Source: an optimization exercise on an open RTL-to-GDS flow (aim: small area and a short achievable clock period). Production flows keep margins and buffers that such runs may drop. RTL that was checked went through simulation tests only; none was proved equivalent to the original. No driver is modelled on the clock port, so clocking that relies on it looks cheaper here than on a real chip. Power figures rest on the tool's default switching activity, not on a simulated workload.

==> module sojor_arbiter, before the edit <==
module sojor_arbiter (
    input  wire        clk,
    input  wire        rst,         
    input  wire [6:0]  cfg_nth,     
    input  wire [7:0]  req,         
    input  wire [7:0]  live,        
    input  wire [7:0]  withdraw,    
    input  wire [31:0] flits,       
    input  wire        busy,        
    output reg  [7:0]  gnt,         
    output wire [2:0]  park,
    output wire        park_v,
    output wire [2:0]  hold_in,
    output wire        hold_v,
    output wire [3:0]  ratchet,     
    output wire [6:0]  gcount
);
    reg [2:0]  age_q  [0:7];
    reg [11:0] wait_q [0:7];
    reg [3:0]  rat_q;              
    reg [3:0]  len_q;              
    reg [2:0]  park_q;
    reg        park_v_q;
    reg [5:0]  gc_q;
    function ge7(input [6:0] a, input [6:0] b);
        integer k;
        reg r;
        begin
            r = 1'b1;
            for (k = 0; k < 7; k = k + 1)
                r = (a[k] & ~b[k]) | (a[k] & r) | (~b[k] & r);
            ge7 = r;
        end
    endfunction
    wire [7:0] ask     = req & live;
    wire       hv      = |rat_q;
    wire [7:0] park_oh = 8'd1 << park_q;
    wire       arb     = ~busy & ~hv;        
    wire [95:0] wait_v;
    wire [23:0] age_v;
    genvar gi;
    generate
        for (gi = 0; gi < 8; gi = gi + 1) begin : g_v
            assign wait_v[12*gi +: 12] = wait_q[gi];
            assign age_v[3*gi +: 3]    = age_q[gi];
        end
    endgenerate
    wire [7:0] wa, ww;
    sa_pick_elim #(3) u_pick_age (.ask(ask), .v(age_v), .win(wa));
    sa_pick #(12) u_pick_wait (.ask(ask), .v(wait_v), .win(ww));
    wire [6:0] gp     = {1'b0, gc_q} + 7'd1;
    wire [6:0] thr    = {cfg_nth[6], cfg_nth[5:0] & {6{~cfg_nth[6]}}};
    wire       hit    = ge7(gp, thr) & (|gp[6:2]);
    wire [6:0] gc_inc = gp;
    wire [7:0] w_oh   = hit ? ww : wa;       
    wire       fw     = park_v_q && ask == park_oh;
    wire [7:0] g_arb  = w_oh & ~withdraw;    
    always @* begin
        if (rst || busy)
            gnt = 8'd0;
        else if (hv)
            gnt = ask & park_oh;
        else
            gnt = g_arb;
    end
    integer i;
    reg [2:0] g_idx;
    reg [3:0] g_flits;
    always @* begin
        g_idx   = 3'd0;
        g_flits = 4'd0;
        for (i = 0; i < 8; i = i + 1)
            if (w_oh[i]) begin
                g_idx   = g_idx | i[2:0];
                g_flits = g_flits | flits[4*i +: 4];
            end
    end
    wire       granted = |g_arb;
    wire [3:0] rat_inc = rat_q + 4'd1;
    wire [7:0] w_clr  = {8{arb}} & w_oh;                        
    wire [7:0] hold_k = {8{~busy & hv}} & park_oh;              
    wire [7:0] w_inc  = ask & ~w_clr & ~hold_k;
    wire [7:0] a_inc  = {8{arb}} & ask & ~w_oh;
    wire [95:0] wait_d;
    wire [23:0] age_d;
    generate
        for (gi = 0; gi < 8; gi = gi + 1) begin : g_cnt
            sa_count #(12) u_wait (.q(wait_q[gi]), .inc(w_inc[gi]), .clr(rst | w_clr[gi]),
                                   .d(wait_d[12*gi +: 12]));
            sa_count #(3)  u_age  (.q(age_q[gi]),  .inc(a_inc[gi]), .clr(rst | w_clr[gi]),
                                   .d(age_d[3*gi +: 3]));
        end
    endgenerate
    always @(posedge clk) begin
        for (i = 0; i < 8; i = i + 1) begin
            wait_q[i] <= wait_d[12*i +: 12];
            age_q[i]  <= age_d[3*i +: 3];
        end
        if (arb && granted && g_flits > 4'd1)
            len_q <= g_flits;
        if (rst) begin
            rat_q    <= 4'd0;
            park_q   <= 3'd0;
            park_v_q <= 1'b0;
            gc_q     <= 6'd0;
        end else begin
            if (arb && ask != 8'd0 && !fw)
                gc_q <= hit ? 6'd0 : gc_inc[5:0];
            if (arb && granted) begin
                park_q   <= g_idx;
                park_v_q <= 1'b1;
                if (g_flits > 4'd1)
                    rat_q <= 4'd1;
            end
            if (!busy && hv && (ask & park_oh) != 8'd0)
                rat_q <= (rat_inc == len_q) ? 4'd0 : rat_inc;
        end
    end
    assign park    = park_q;
    assign park_v  = park_v_q;
    assign hold_in = park_q;
    assign hold_v  = hv;
    assign ratchet = rat_q;
    assign gcount  = {1'b0, gc_q};
endmodule
==> module sa_pick_elim, before the edit <==
module sa_pick_elim #(parameter W = 3) (
    input  wire [7:0]     ask,
    input  wire [8*W-1:0] v,
    output wire [7:0]     win
);
    reg [7:0] c, b;
    reg       any;
    integer   k, i;
    always @* begin
        c = ask;
        for (k = W - 1; k >= 0; k = k - 1) begin
            for (i = 0; i < 8; i = i + 1)
                b[i] = v[W*i + k];
            any = |(c & b);
            c   = c & (b | {8{~any}});
        end
    end
    assign win[7] = c[7];
    assign win[6] = c[6] & ~c[7];
    assign win[5] = c[5] & ~|c[7:6];
    assign win[4] = c[4] & ~|c[7:5];
    assign win[3] = c[3] & ~|c[7:4];
    assign win[2] = c[2] & ~|c[7:3];
    assign win[1] = c[1] & ~|c[7:2];
    assign win[0] = c[0] & ~|c[7:1];
endmodule
clock: 28.0 ns
lec_check: 0
cap_margin: 20
core_margin: 2
core_utilization: 40
cts_buf_list: sky130_fd_sc_hd__clkbuf_4 sky130_fd_sc_hd__clkbuf_8
slew_margin: 20
standard.sh (not shown) runs the stock make flow with config.mk's settings and CLKGATE_MAP_FILE= SYNTH_SCRIPT=/design/flow/synth_recipe.tcl, a recipe that flattens the netlist after the stock synthesis.
==> flow/flow/run.sh <==
#!/bin/bash
# Own layout flow: the standard flow with four changes.
# 1. Synthesis is the standard one except for how the logic is mapped: no
#    half/full adder extraction before ABC, and ABC's script is flow/map.abc
#    (an area-oriented mapping). Registers are untouched.
# 2. Ports get plain buffers (buf_1) in place of the delay buffers that
#    buffer_ports picks by default.
# 3. CTS adds no dummy load cells to the clock tree.
# 4. After CTS, flow/post_cts.tcl upsizes cells on the slowest paths a little.
# Each tool's output goes to a log file of its own in this folder.
set -euo pipefail
W=$(pwd)
# synthesis script: synth_recipe.tcl with ABC's script replaced
{
  head -n 1 synth_recipe.tcl
  cat <<'EOT'
proc abc {args} {
  set i [lsearch -exact $args -script]
  if {$i >= 0} { set args [lreplace $args $i [expr {$i + 1}]] }
  set i [lsearch -exact $args -D]
  if {$i >= 0} { set args [lreplace $args $i [expr {$i + 1}]] }
  yosys abc -script $::env(FLOW_ABC_SCRIPT) {*}$args
}
EOT
  tail -n +2 synth_recipe.tcl
} > own_synth.tcl
export FLOW_ABC_SCRIPT=$W/flow/map.abc
sed -e "s|synth_recipe.tcl|own_synth.tcl|g" -e "s|^make -C |make ADDER_MAP_FILE= -C |" standard.sh > own_synth.sh
bash own_synth.sh synth > synth.log 2>&1
export BUFFER_PORTS_ARGS="-buffer_cell sky130_fd_sc_hd__buf_1"
export POST_CTS_TCL=$W/flow/post_cts.tcl
export CTS_ARGS="-sink_clustering_enable -repair_clock_nets -buf_list {sky130_fd_sc_hd__clkbuf_4 sky130_fd_sc_hd__clkbuf_8} -dont_use_dummy_load"
bash standard.sh > standard.log 2>&1
==> flow/flow/map.abc <==
strash; &get -n; &fraig -x; &put; scorr; dc2; strash; &get -n; &syn2; &dch -f; &nf; &put
==> flow/flow/post_cts.tcl <==
# Upsize cells (and swap pins) on the slowest paths, aiming a little above the
# worst slack after CTS, then legalize the placement again.
log_cmd estimate_parasitics -placement
set wns [worst_slack -max]
set margin [expr {$wns + 0.7}]
puts "post_cts: worst slack $wns, sizing to margin $margin"
log_cmd repair_timing -setup -setup_margin $margin -sequence "sizeup,swap" -verbose
set result [catch { detailed_placement } msg]
if { $result != 0 } {
  error "Detailed placement failed after post-CTS sizing: $msg"
}
check_placement -verbose
log_cmd estimate_parasitics -placement
puts "post_cts: worst slack now [worst_slack -max]"
==> next run, changes <==
--- a/flow/design.v
+++ b/flow/design.v
@@ -43,13 +43,13 @@
         for (gi = 0; gi < 8; gi = gi + 1) begin : g_v
             assign wait_v[12*gi +: 12] = wait_q[gi];
             assign age_v[3*gi +: 3]    = age_q[gi];
         end
     endgenerate
     wire [7:0] wa, ww;
-    sa_pick_elim #(3) u_pick_age (.ask(ask), .v(age_v), .win(wa));
+    sa_pick #(3)  u_pick_age  (.ask(ask), .v(age_v),  .win(wa));
     sa_pick #(12) u_pick_wait (.ask(ask), .v(wait_v), .win(ww));
     wire [6:0] gp     = {1'b0, gc_q} + 7'd1;
     wire [6:0] thr    = {cfg_nth[6], cfg_nth[5:0] & {6{~cfg_nth[6]}}};
     wire       hit    = ge7(gp, thr) & (|gp[6:2]);
     wire [6:0] gc_inc = gp;
     wire [7:0] w_oh   = hit ? ww : wa;       
@@ -176,32 +176,6 @@
         for (k = 0; k < W; k = k + 1) begin : g_k
             assign d[k]   = ~clr & (q[k] ^ c[k]);
             assign c[k+1] = q[k] & c[k];
         end
     endgenerate
 endmodule
-module sa_pick_elim #(parameter W = 3) (
-    input  wire [7:0]     ask,
-    input  wire [8*W-1:0] v,
-    output wire [7:0]     win
-);
-    reg [7:0] c, b;
-    reg       any;
-    integer   k, i;
-    always @* begin
-        c = ask;
-        for (k = W - 1; k >= 0; k = k - 1) begin
-            for (i = 0; i < 8; i = i + 1)
-                b[i] = v[W*i + k];
-            any = |(c & b);
-            c   = c & (b | {8{~any}});
-        end
-    end
-    assign win[7] = c[7];
-    assign win[6] = c[6] & ~c[7];
-    assign win[5] = c[5] & ~|c[7:6];
-    assign win[4] = c[4] & ~|c[7:5];
-    assign win[3] = c[3] & ~|c[7:4];
-    assign win[2] = c[2] & ~|c[7:3];
-    assign win[1] = c[1] & ~|c[7:2];
-    assign win[0] = c[0] & ~|c[7:1];
-endmodule
Clock power hardly moves.
Fmax rose by 3.5%.
Setup slack gains 0.51 ns.
Final area rose by 3.6%.
Via count rose by 6.0%.
Global-route usage rose by 0.84 points.
Wire length rose by 8.7%.
Final cell count rose by 3.2%.
Count of clock-buffer cells in the layout does not change.
Function not checked in the first run of this note: the RTL went through the layout flow alone.

run Y:
The RTL this note starts from:
==> flow/design.v <==
module sojor_arbiter (
    input  wire        clk,
    input  wire        rst,         
    input  wire [6:0]  cfg_nth,     
    input  wire [7:0]  req,         
    input  wire [7:0]  live,        
    input  wire [7:0]  withdraw,    
    input  wire [31:0] flits,       
    input  wire        busy,        
    output reg  [7:0]  gnt,         
    output wire [2:0]  park,
    output wire        park_v,
    output wire [2:0]  hold_in,
    output wire        hold_v,
    output wire [3:0]  ratchet,     
    output wire [6:0]  gcount
);
    reg [2:0]  age_q  [0:7];
    reg [11:0] wait_q [0:7];
    reg [3:0]  rat_q;              
    reg [3:0]  len_q;              
    reg [2:0]  park_q;
    reg        park_v_q;
    reg [5:0]  gc_q;
    wire [7:0] ask     = req & live;
    wire       hv      = |rat_q;
    wire [7:0] park_oh = 8'd1 << park_q;
    wire       arb     = ~busy & ~hv;        
    wire [95:0] wait_v;
    wire [23:0] age_v;
    genvar gi;
    generate
        for (gi = 0; gi < 8; gi = gi + 1) begin : g_v
            assign wait_v[12*gi +: 12] = wait_q[gi];
            assign age_v[3*gi +: 3]    = age_q[gi];
        end
    endgenerate
    wire [7:0] wa, ww;
    sa_pick_elim #(3) u_pick_age (.ask(ask), .v(age_v), .win(wa));
    sa_pick #(12) u_pick_wait (.ask(ask), .v(wait_v), .win(ww));
    wire [6:0] gp     = {1'b0, gc_q} + 7'd1;
    wire       hit    = cfg_nth[6]          ? gp[6] :
                        cfg_nth[5:2] == 4'd0 ? gp >= 7'd4 :
                                               gp >= {1'b0, cfg_nth[5:0]};
    wire [6:0] gc_inc = gp;
    wire [7:0] w_oh   = hit ? ww : wa;       
    wire       fw     = park_v_q && ask == park_oh;
    wire [7:0] g_arb  = w_oh & ~withdraw;    
    always @* begin
        if (rst || busy)
            gnt = 8'd0;
        else if (hv)
            gnt = ask & park_oh;
        else
            gnt = g_arb;
    end
    integer i;
    reg [2:0] g_idx;
    reg [3:0] g_flits;
    always @* begin
        g_idx   = 3'd0;
        g_flits = 4'd0;
        for (i = 0; i < 8; i = i + 1)
            if (w_oh[i]) begin
                g_idx   = g_idx | i[2:0];
                g_flits = g_flits | flits[4*i +: 4];
            end
    end
    wire       granted = |g_arb;
    wire [3:0] rat_inc = rat_q + 4'd1;
    wire [7:0] w_clr  = {8{arb}} & w_oh;                        
    wire [7:0] hold_k = {8{~busy & hv}} & park_oh;              
    wire [7:0] w_inc  = ask & ~w_clr & ~hold_k;
    wire [7:0] a_inc  = {8{arb}} & ask & ~w_oh;
    wire [95:0] wait_d;
    wire [23:0] age_d;
    generate
        for (gi = 0; gi < 8; gi = gi + 1) begin : g_cnt
            sa_count #(12) u_wait (.q(wait_q[gi]), .inc(w_inc[gi]), .clr(rst | w_clr[gi]),
                                   .d(wait_d[12*gi +: 12]));
            sa_count #(3)  u_age  (.q(age_q[gi]),  .inc(a_inc[gi]), .clr(rst | w_clr[gi]),
                                   .d(age_d[3*gi +: 3]));
        end
    endgenerate
    always @(posedge clk) begin
        for (i = 0; i < 8; i = i + 1) begin
            wait_q[i] <= wait_d[12*i +: 12];
            age_q[i]  <= age_d[3*i +: 3];
        end
        if (rst) begin
            rat_q    <= 4'd0;
            len_q    <= 4'd0;
            park_q   <= 3'd0;
            park_v_q <= 1'b0;
            gc_q     <= 6'd0;
        end else begin
            if (arb && ask != 8'd0 && !fw)
                gc_q <= hit ? 6'd0 : gc_inc[5:0];
            if (arb && granted) begin
                park_q   <= g_idx;
                park_v_q <= 1'b1;
                if (g_flits > 4'd1) begin
                    rat_q <= 4'd1;
                    len_q <= g_flits;
                end
            end
            if (!busy && hv && (ask & park_oh) != 8'd0)
                rat_q <= (rat_inc == len_q) ? 4'd0 : rat_inc;
        end
    end
    assign park    = park_q;
    assign park_v  = park_v_q;
    assign hold_in = park_q;
    assign hold_v  = hv;
    assign ratchet = rat_q;
    assign gcount  = {1'b0, gc_q};
endmodule
module sa_pick #(parameter W = 12) (
    input  wire [7:0]     ask,
    input  wire [8*W-1:0] v,
    output wire [7:0]     win
);
    function ge(input [W-1:0] a, input [W-1:0] b);
        integer k;
        reg r;
        begin
            r = 1'b1;
            for (k = 0; k < W; k = k + 1)
                r = (a[k] & ~b[k]) | (a[k] & r) | (~b[k] & r);
            ge = r;
        end
    endfunction
    wire [W-1:0] v0 = v[0*W +: W], v1 = v[1*W +: W], v2 = v[2*W +: W],
                 v3 = v[3*W +: W], v4 = v[4*W +: W], v5 = v[5*W +: W],
                 v6 = v[6*W +: W], v7 = v[7*W +: W];
    wire c10 = ge(v1, v0), c20 = ge(v2, v0), c21 = ge(v2, v1);
    wire c43 = ge(v4, v3), c53 = ge(v5, v3), c54 = ge(v5, v4);
    wire c76 = ge(v7, v6);
    wire [7:0] p;
    assign p[0] = ask[0] & (~ask[1] | ~c10) & (~ask[2] | ~c20);
    assign p[1] = ask[1] & (~ask[0] |  c10) & (~ask[2] | ~c21);
    assign p[2] = ask[2] & (~ask[0] |  c20) & (~ask[1] |  c21);
    assign p[3] = ask[3] & (~ask[4] | ~c43) & (~ask[5] | ~c53);
    assign p[4] = ask[4] & (~ask[3] |  c43) & (~ask[5] | ~c54);
    assign p[5] = ask[5] & (~ask[3] |  c53) & (~ask[4] |  c54);
    assign p[6] = ask[6] & (~ask[7] | ~c76);
    assign p[7] = ask[7] & (~ask[6] |  c76);
    wire any_a = |ask[2:0], any_b = |ask[5:3], any_c = |ask[7:6];
    wire [W-1:0] va = ({W{p[0]}} & v0) | ({W{p[1]}} & v1) | ({W{p[2]}} & v2);
    wire [W-1:0] vb = ({W{p[3]}} & v3) | ({W{p[4]}} & v4) | ({W{p[5]}} & v5);
    wire [W-1:0] vc = ({W{p[6]}} & v6) | ({W{p[7]}} & v7);
    wire cba = ge(vb, va), cca = ge(vc, va), ccb = ge(vc, vb);
    wire sel_a = any_a & ~(any_b & cba) & ~(any_c & cca);
    wire sel_b = any_b & cba & ~(any_c & ccb);
    wire sel_c = any_c & cca & ccb;
    assign win = p & {{2{sel_c}}, {3{sel_b}}, {3{sel_a}}};
endmodule
module sa_count #(parameter W = 12) (
    input  wire [W-1:0] q,
    input  wire         inc,
    input  wire         clr,
    output wire [W-1:0] d
);
    wire [W:0] c;
    assign c[0] = inc & ~&q;
    genvar k;
    generate
        for (k = 0; k < W; k = k + 1) begin : g_k
            assign d[k]   = ~clr & (q[k] ^ c[k]);
            assign c[k+1] = q[k] & c[k];
        end
    endgenerate
endmodule
module sa_pick_elim #(parameter W = 3) (
    input  wire [7:0]     ask,
    input  wire [8*W-1:0] v,
    output wire [7:0]     win
);
    reg [7:0] c, b;
    reg       any;
    integer   k, i;
    always @* begin
        c = ask;
        for (k = W - 1; k >= 0; k = k - 1) begin
            for (i = 0; i < 8; i = i + 1)
                b[i] = v[W*i + k];
            any = |(c & b);
            c   = c & (b | {8{~any}});
        end
    end
    assign win[7] = c[7];
    assign win[6] = c[6] & ~c[7];
    assign win[5] = c[5] & ~|c[7:6];
    assign win[4] = c[4] & ~|c[7:5];
    assign win[3] = c[3] & ~|c[7:4];
    assign win[2] = c[2] & ~|c[7:3];
    assign win[1] = c[1] & ~|c[7:2];
    assign win[0] = c[0] & ~|c[7:1];
endmodule
clock: 28.0 ns
lec_check: 0
abc_area: 1
cap_margin: 20
core_margin: 2
core_utilization: 40
cts_buf_list: sky130_fd_sc_hd__clkbuf_4 sky130_fd_sc_hd__clkbuf_8
slew_margin: 20
==> flow/flow/run.sh <==
#!/bin/bash
# Own layout flow: the standard flow with three changes.
# 1. Synthesis is the standard one except for the ABC script that maps the
#    logic (flow/map.abc, an area-oriented mapping); registers are untouched.
# 2. Ports get plain buffers (buf_1) in place of the delay buffers that
#    buffer_ports picks by default.
# 3. After CTS, flow/post_cts.tcl upsizes cells on the slowest paths a little.
# Each tool's output goes to a log file of its own in this folder.
set -euo pipefail
W=$(pwd)
# synthesis script: synth_recipe.tcl with ABC's script replaced
{
  head -n 1 synth_recipe.tcl
  cat <<'EOT'
proc abc {args} {
  set i [lsearch -exact $args -script]
  if {$i >= 0} { set args [lreplace $args $i [expr {$i + 1}]] }
  set i [lsearch -exact $args -D]
  if {$i >= 0} { set args [lreplace $args $i [expr {$i + 1}]] }
  yosys abc -script $::env(FLOW_ABC_SCRIPT) {*}$args
}
EOT
  tail -n +2 synth_recipe.tcl
} > own_synth.tcl
export FLOW_ABC_SCRIPT=$W/flow/map.abc
sed "s|synth_recipe.tcl|own_synth.tcl|g" standard.sh > own_synth.sh
bash own_synth.sh synth > synth.log 2>&1
export BUFFER_PORTS_ARGS="-buffer_cell sky130_fd_sc_hd__buf_1"
export POST_CTS_TCL=$W/flow/post_cts.tcl
bash standard.sh > standard.log 2>&1
==> flow/flow/map.abc <==
strash; &get -n; &fraig -x; &put; scorr; dc2; dretime; strash; &get -n; &dch -f; &nf; &put
Scripts as last shown in full above: flow/flow/post_cts.tcl
Setup changes, run Y to run E
--- a/flow/design.v
+++ b/flow/design.v
@@ -34,11 +34,11 @@
             assign wait_v[12*gi +: 12] = wait_q[gi];
             assign age_v[3*gi +: 3]    = age_q[gi];
         end
     endgenerate
     wire [7:0] wa, ww;
-    sa_pick_elim #(3) u_pick_age (.ask(ask), .v(age_v), .win(wa));
+    sa_pick #(3)  u_pick_age  (.ask(ask), .v(age_v),  .win(wa));
     sa_pick #(12) u_pick_wait (.ask(ask), .v(wait_v), .win(ww));
     wire [6:0] gp     = {1'b0, gc_q} + 7'd1;
     wire       hit    = cfg_nth[6]          ? gp[6] :
                         cfg_nth[5:2] == 4'd0 ? gp >= 7'd4 :
                                                gp >= {1'b0, cfg_nth[5:0]};
@@ -169,31 +169,5 @@
             assign d[k]   = ~clr & (q[k] ^ c[k]);
             assign c[k+1] = q[k] & c[k];
         end
     endgenerate
 endmodule
-module sa_pick_elim #(parameter W = 3) (
-    input  wire [7:0]     ask,
-    input  wire [8*W-1:0] v,
-    output wire [7:0]     win
-);
-    reg [7:0] c, b;
-    reg       any;
-    integer   k, i;
-    always @* begin
-        c = ask;
-        for (k = W - 1; k >= 0; k = k - 1) begin
-            for (i = 0; i < 8; i = i + 1)
-                b[i] = v[W*i + k];
-            any = |(c & b);
-            c   = c & (b | {8{~any}});
-        end
-    end
-    assign win[7] = c[7];
-    assign win[6] = c[6] & ~c[7];
-    assign win[5] = c[5] & ~|c[7:6];
-    assign win[4] = c[4] & ~|c[7:5];
-    assign win[3] = c[3] & ~|c[7:4];
-    assign win[2] = c[2] & ~|c[7:3];
-    assign win[1] = c[1] & ~|c[7:2];
-    assign win[0] = c[0] & ~|c[7:1];
-endmodule
--- outcome ---
Sort run Y and run E by simple logic cell fraction of the synthesized area desc -> top: run Y
Setup slack of the critical path after layout for run E is higher than for run Y.
[diff] total power, run E relative to run Y: improvement
Run E vs. run Y: detailed-routing wirelength on met1 now larger, post-synthesis cell type count -7.0%, net switching share of the total power went up 2.9 points, fraction of the mapped netlist area in compound gates held, aggregate routed wire length lost 280 um.
In the reports for run Y and run E, the larger die area belongs to run E.
Only the layout flow was run in run Y; the RTL was not checked for function there.

what the ideal ports hide:
The results above use ideal ports. As a check the final layouts listed here were re-extracted and re-timed, cells and wires unchanged.
Step 1 sets driving cells, clkbuf_16 on the clock port and buf_2 on the other inputs (assumed; they add their load-dependent delay and slew).
Step 2 moves the port delays by t, midway between the first and last clock arrival at a register: inputs arrive t later, outputs are due t later. That takes back most of the time a late clock gives input paths.
a / b / c = ideal / step 1 / step 2; a / b = the first two.
run	t, ns	setup WS [ns]	worst setup path at the end
the first run of note 1	0.484	12.769 / 12.750 / 12.750	input to output
the second run of note 1	0.494	13.279 / 13.252 / 13.252	input to output
run Y	0.508	12.843 / 12.822 / 12.822	input to output
run E	0.508	13.121 / 13.097 / 13.097	input to output
After both steps setup and hold are still met in every run listed. The setup slack of the second run of note 1, which loses most, moves by -0.027 ns with the drivers and by -0.027 ns with both steps.
